From an optimization exercise on the open Yosys and OpenROAD flow, aimed at small area, a short achievable clock period and few clock cycles per item; shortcuts taken in it are not production practice.
Where RTL was checked, it was by simulation tests only, not by an equivalence proof against the original.
Power is estimated from default activity; no workload was simulated.

==> inputs of build 28 <==
## lns8_mac8
module lns8_mac8 (
    input  wire         clk,
    input  wire         rst,         
    input  wire         in_valid,
    output wire         in_ready,
    input  wire         in_clear,    
    input  wire         in_last,     
    input  wire [15:0]  in_wb,       
    input  wire [7:0]   in_xs,       
    input  wire [63:0]  in_xr,       
    input  wire [63:0]  in_a,        
    input  wire [63:0]  in_w,        
    output reg          out_valid,
    output reg  [63:0]  out_v,
    output reg  [15:0]  out_w,
    output reg  [1:0]   out_tag,     
    output reg          out_sat
);
Settings: LEC_CHECK=0, CAP_MARGIN=20, CELL_PAD_IN_SITES_DETAIL_PLACEMENT=1, CELL_PAD_IN_SITES_GLOBAL_PLACEMENT=1, CORE_MARGIN=2, CORE_UTILIZATION=55, GPL_ROUTABILITY_DRIVEN=1, PLACE_DENSITY=0.65, SLEW_MARGIN=20, SYNTH_MEMORY_MAX_BITS=65536; clock period 28.0 ns.
run.sh (not shown) runs the stock make flow with config.mk's settings and CLKGATE_MAP_FILE= SYNTH_SCRIPT=/design/flow/synth_recipe.tcl, a recipe that flattens the netlist after the stock synthesis.
==> build 69: changes against build 28 <==
--- a/flow/design.v
+++ b/flow/design.v
@@ -570,35 +570,34 @@
     function [11:0] opdec;
         input [6:0] m;
         if (m[6:3] == 4'd0) begin
             case (m[2:0])
                 3'd3:    opdec = {4'd11, 4'd0,  4'd2};
                 3'd5:    opdec = {4'd13, 4'd0,  4'd3};
-                3'd6:    opdec = {4'd11, 4'd1,  4'd2};
+                3'd6:    opdec = {4'd11, 4'd1,  4'd3};
                 3'd7:    opdec = {4'd15, 4'd0,  4'd3};
-                3'd2:    opdec = {4'd0,  4'd1,  4'd1};
-                3'd4:    opdec = {4'd0,  4'd2,  4'd1};
+                3'd2:    opdec = {4'd0,  4'd1,  4'd2};
+                3'd4:    opdec = {4'd0,  4'd2,  4'd3};
                 default: opdec = {4'd0,  4'd0,  4'd1};
             endcase
         end else begin
             case (m[2:0])
-                3'd0:    opdec = {4'd0, 4'd11, 4'd1};
+                3'd0:    opdec = {4'd0, 4'd11, 4'd12};
                 3'd1:    opdec = {4'd1, 4'd0,  4'd12};
                 3'd2:    opdec = {4'd2, 4'd0,  4'd12};
-                3'd3:    opdec = {4'd3, 4'd5,  4'd7};
-                3'd4:    opdec = {4'd4, 4'd4,  4'd8};
-                3'd5:    opdec = {4'd5, 4'd1,  4'd11};
-                3'd6:    opdec = {4'd6, 4'd2,  4'd10};
-                default: opdec = {4'd7, 4'd2,  4'd10};
+                3'd3:    opdec = {4'd3, 4'd5,  4'd12};
+                3'd4:    opdec = {4'd4, 4'd4,  4'd12};
+                3'd5:    opdec = {4'd5, 4'd1,  4'd12};
+                3'd6:    opdec = {4'd6, 4'd2,  4'd12};
+                default: opdec = {4'd7, 4'd2,  4'd12};
             endcase
         end
     endfunction
-    wire [3:0]   s1_klo [0:N-1];
-    wire [3:0]   s1_khi [0:N-1];
+    wire [22:1]  s1_p   [0:N-1];
     wire [6:0]   s1_t   [0:N-1];
-    wire [N-1:0] s1_fu, s1_neg, s1_ca, s1_cb, s1_stk;
+    wire [N-1:0] s1_en, s1_neg, s1_clamp, s1_stk;
     wire [N-1:0] l_nan, l_pinf, l_ninf;
     genvar k;
     generate
         for (k = 0; k < N; k = k + 1) begin : dec
             wire [7:0] ca = a0[8*k +: 8];
             wire [7:0] cw = w0[8*k +: 8];
@@ -612,81 +611,71 @@
             wire fin     = v0 & ~(a_zero | w_zero | a_inf | w_inf);
             wire any_inf = a_inf | w_inf;
             assign l_nan[k]  = v0 & ((a_zero & ca[7]) | (w_zero & cw[7]) |
                                      (any_inf & (a_zero | w_zero)));
             assign l_pinf[k] = v0 & any_inf & ~a_zero & ~w_zero & ~neg_s;
             assign l_ninf[k] = v0 & any_inf & ~a_zero & ~w_zero &  neg_s;
-            wire [3:0] ka, kw, za, zw, la, lw;
-            assign {ka, za, la} = opdec(ma);
-            assign {kw, zw, lw} = opdec(mw);
+            wire [3:0] ka, kw, za, zw, ya, yw;
+            assign {ka, za, ya} = opdec(ma);
+            assign {kw, zw, yw} = opdec(mw);
             wire [3:0] ba = (ma[6:3] == 4'd0) ? 4'd9 : ma[6:3];
             wire [3:0] bw = (mw[6:3] == 4'd0) ? 4'd9 : mw[6:3];
-            wire swap = (ka > kw);
-            assign s1_klo[k] = swap ? kw : ka;
-            assign s1_khi[k] = swap ? ka : kw;
-            wire [9:0] xr_s = {{2{xr0[8*k+7]}}, xr0[8*k +: 8]};
-            wire [9:0] t    = xr_s + d_full[9:0] + {6'd0, ba} + {6'd0, bw} +
-                              {6'd0, za} + {6'd0, zw} - 10'd17;
-            wire [3:0] ya = (ma[6:3] == 4'd0) ? za + la : 4'd12;
-            wire [3:0] yw = (mw[6:3] == 4'd0) ? zw + lw : 4'd12;
-            wire [9:0] tl   = xr_s + d_full[9:0] + {6'd0, ba} + {6'd0, bw} +
-                              {6'd0, ya} + {6'd0, yw} - 10'd105;
+            wire       swap = (ka > kw);
+            wire       pc;
+            lns8_prod u_prod (
+                .klo(swap ? kw : ka),
+                .khi(swap ? ka : kw),
+                .p  (s1_p[k]),
+                .c  (pc)
+            );
+            wire [4:0] bb = {1'b0, ba} + {1'b0, bw};
+            wire [9:0] r  = {{2{xr0[8*k+7]}}, xr0[8*k +: 8]} + d_full[9:0];
+            wire [9:0] t  = r + ({5'd0, bb} + {6'd0, za} + {6'd0, zw} - 10'd17);
+            wire [9:0] tl = r + ({5'd0, bb} + {6'd0, ya} + {6'd0, yw} - 10'd105) + {9'd0, pc};
             wire under = d_in ? t[9] : ~d_pos;
-            assign s1_t[k]   = t[6:0];
-            assign s1_fu[k]  = fin & ~under;
-            assign s1_neg[k] = fin & neg_s;
-            assign s1_ca[k]  = fin & (d_in ? ~tl[9] : d_pos);
-            assign s1_cb[k]  = fin & d_in & (tl == 10'h3FF);
-            assign s1_stk[k] = (t[6:0] < 7'd22);
+            wire clamp = fin & (d_in ? ~tl[9] : d_pos);
+            assign s1_t[k]     = t[6:0];
+            assign s1_en[k]    = fin & ~under & ~clamp;
+            assign s1_clamp[k] = clamp;
+            assign s1_neg[k]   = fin & neg_s;
+            assign s1_stk[k]   = (t[6:0] < 7'd22);
         end
     endgenerate
-    reg  [3:0]   r1_klo [0:N-1];
-    reg  [3:0]   r1_khi [0:N-1];
+    reg  [22:1]  r1_p   [0:N-1];
     reg  [6:0]   r1_t   [0:N-1];
-    reg  [N-1:0] r1_fu, r1_neg, r1_ca, r1_cb, r1_stk;
+    reg  [N-1:0] r1_en, r1_neg, r1_clamp, r1_stk;
     reg          v1, clr1, last1;
     reg  [15:0]  w1;
     reg          nan1, pinf1, ninf1;
     integer i;
     always @(posedge clk) begin
         for (i = 0; i < N; i = i + 1) begin
-            r1_klo[i] <= s1_klo[i];
-            r1_khi[i] <= s1_khi[i];
-            r1_t[i]   <= s1_t[i];
+            r1_p[i] <= s1_p[i];
+            r1_t[i] <= s1_t[i];
         end
-        r1_fu  <= s1_fu;
-        r1_neg <= s1_neg;
-        r1_ca  <= s1_ca;
-        r1_cb  <= s1_cb;
-        r1_stk <= s1_stk;
-        v1     <= v0 & ~rst;
-        clr1   <= v0 & clr0;
-        last1  <= last0;
-        w1     <= w_front;
-        nan1   <= |l_nan;
-        pinf1  <= |l_pinf;
-        ninf1  <= |l_ninf;
+        r1_en    <= s1_en;
+        r1_neg   <= s1_neg;
+        r1_clamp <= s1_clamp;
+        r1_stk   <= s1_stk;
+        v1       <= v0 & ~rst;
+        clr1     <= v0 & clr0;
+        last1    <= last0;
+        w1       <= w_front;
+        nan1     <= |l_nan;
+        pinf1    <= |l_pinf;
+        ninf1    <= |l_ninf;
     end
     wire [63:0]  u [0:N-1];
     wire [N-1:0] cbit;
-    wire [N-1:0] l_clamp;
     generate
         for (k = 0; k < N; k = k + 1) begin : lane
-            wire [22:1] p_hi;
-            wire        pc;
-            lns8_prod u_prod (
-                .klo(r1_klo[k]),
-                .khi(r1_khi[k]),
-                .p  (p_hi),
-                .c  (pc)
-            );
-            wire [22:0] p = {p_hi, 1'b1};
-            wire [6:0]  t = r1_t[k];
-            wire clamp = r1_ca[k] | (r1_cb[k] & pc);
-            wire en    = r1_fu[k] & ~clamp;
-            wire neg   = r1_neg[k];
+            wire [22:0] p     = {r1_p[k], 1'b1};
+            wire [6:0]  t     = r1_t[k];
+            wire        clamp = r1_clamp[k];
+            wire        en    = r1_en[k];
+            wire        neg   = r1_neg[k];
             wire [29:0] y = {7'd0, p} << t[2:0];
             reg  [85:0] x;
             always @(*) begin
                 case (t[6:3])
                     4'd0:    x = {56'd0, y};
                     4'd1:    x = {48'd0, y, 8'd0};
@@ -701,13 +690,12 @@
                     4'd10:   x = {y[5:0], 80'd0};
                     default: x = 86'd0;
                 endcase
             end
             wire [62:0] mag = ({63{en}} & x[85:23]) | {63{clamp}};
             wire        rb  = en & x[22] & (r1_stk[k] | x[23]);
-            assign l_clamp[k] = clamp;
             assign u[k]    = {~neg, mag ^ {63{neg}}};
             assign cbit[k] = neg ^ rb;
         end
     endgenerate
     function [CW-1:0] fa_s;
         input [CW-1:0] x, y, z;
@@ -738,13 +726,13 @@
         w2     <= w1;
         clr2   <= clr1;
         last2  <= last1;
         nan2   <= nan1;
         pinf2  <= pinf1;
         ninf2  <= ninf1;
-        clamp2 <= |l_clamp;
+        clamp2 <= |r1_clamp;
         v2     <= v1 & ~rst;
     end
     reg signed [AW-1:0] acc;
     reg                 sat3, nan3, pinf3, ninf3;
     wire [AW-1:0] acc_in = clr2 ? {AW{1'b0}} : acc;
     wire [AW-1:0] bs = {{(AW-CW){1'b0}}, s2};
==> flow/flow/run.sh (new file) <==
#!/bin/bash
set -euo pipefail
export BUFFER_PORTS_ARGS="-buffer_cell sky130_fd_sc_hd__buf_2"
bash standard.sh > standard.log 2>&1
==> flow/standard.sh (new file) <==
#!/bin/bash
# synth_recipe.tcl (not shown) runs the flow's synth.tcl, then flattens the netlist and writes it again
# the make line also repeats each setting of config.mk as NAME=value (left out here)
make -C /OpenROAD-flow-scripts/flow DESIGN_CONFIG=/design/flow/config.mk WORK_HOME=/design/flow/orfs CLKGATE_MAP_FILE= SYNTH_SCRIPT=/design/flow/synth_recipe.tcl "${@:-finish}"
Settings changed: CORE_UTILIZATION 55 to 45, PLACE_DENSITY 0.65 to 0.55, SLEW_MARGIN 20 to 50.
removed: flow/run.sh
==> qor summary <==
|  | build 28 | build 69 |
|---|---|---|
| Run status | finished clean | finished clean |
| Total clock sinks | 876 | 860 |
| Met2 Use GR | 0.730 | 0.568 |
| Most frequent standard cell in the layout excluding fill and tap cells | sky130_fd_sc_hd__nor2_1 | sky130_fd_sc_hd__a21oi_1 |
| Multi-input gates | 8742 | 8994 |
| Clock share of power | 0.105 | 0.123 |
| Leak Pwr | 42.3 nW | 40.3 nW |
| Met1 GRT Util | 0.579 | 0.485 |
| Worst Hold Slack | 321 ps | 306 ps |
| Simple logic cell fraction of the synthesized area | 0.137 | 0.153 |
| Synth warn | 8 | 6 |
| Routed wire length per instance | 31.4 µm | 27.5 µm |
| FF-to-FF setup slack | 20720 ps | 21790 ps |
| Slowest stage cell on the critical path | sky130_fd_sc_hd__clkdlybuf4s50_1 | sky130_fd_sc_hd__dfxtp_1 |
| Worst setup slack before clock tree synthesis | 20890 ps | 21450 ps |
| Switching part of the total power | 0.541 | 0.525 |
| Number of standard cells after synthesis | 11400 | 11600 |
| Adder and majority cell fraction of the synthesized area | 0.233 | 0.222 |
| Slowest stage delay, CP | 580 ps | 330 ps |
| Net total in the final layout | 12700 | 12800 |
| Initial cell density of the core | 0.555 | 0.454 |
| Final standard cell utilization of the core | 0.602 | 0.493 |
| Hold worst-path end | w2[9]$_DFF_P_ | w2[3]$_DFF_P_ |
| Net switching power of the design | 7.67 mW | 5.96 mW |
| Starting DRT DRC Count | 12800 | 10300 |
| Library cells used by synthesis | 98 | 105 |
| Die area | 175000 µm² | 208000 µm² |
Testbench counts of build 69, summed over its fixed seeds: cycles 24,040, rows 24,000.
For build 28, only the layout was checked, not whether the RTL still works.

## re-timing with driven ports
The flow's constraints put no driver on any port. The routed layouts listed below were extracted and timed again, unchanged, in two steps. Step 1: set_driving_cell puts a clkbuf_16 on clk and a buf_2 on each other input, an assumption about the parent block. Step 2 also shifts input and output timing later by t, the mid clock arrival at the registers, as if the neighbouring blocks saw the same clock. Three values: ideal ports, drivers, drivers and shift; two values: the first two.
| run | t (ns) | setup WS [ns] | hold WS [ns] |
|---|---|---|---|
| build 28 | 0.912 | 20.659 / 20.555 / 20.697 | 0.321 / 0.321 / 0.321 |
| build 69 | 0.892 | 21.107 / 21.013 / 21.367 | 0.306 / 0.306 / 0.306 |
After both steps every run listed still meets setup and hold.
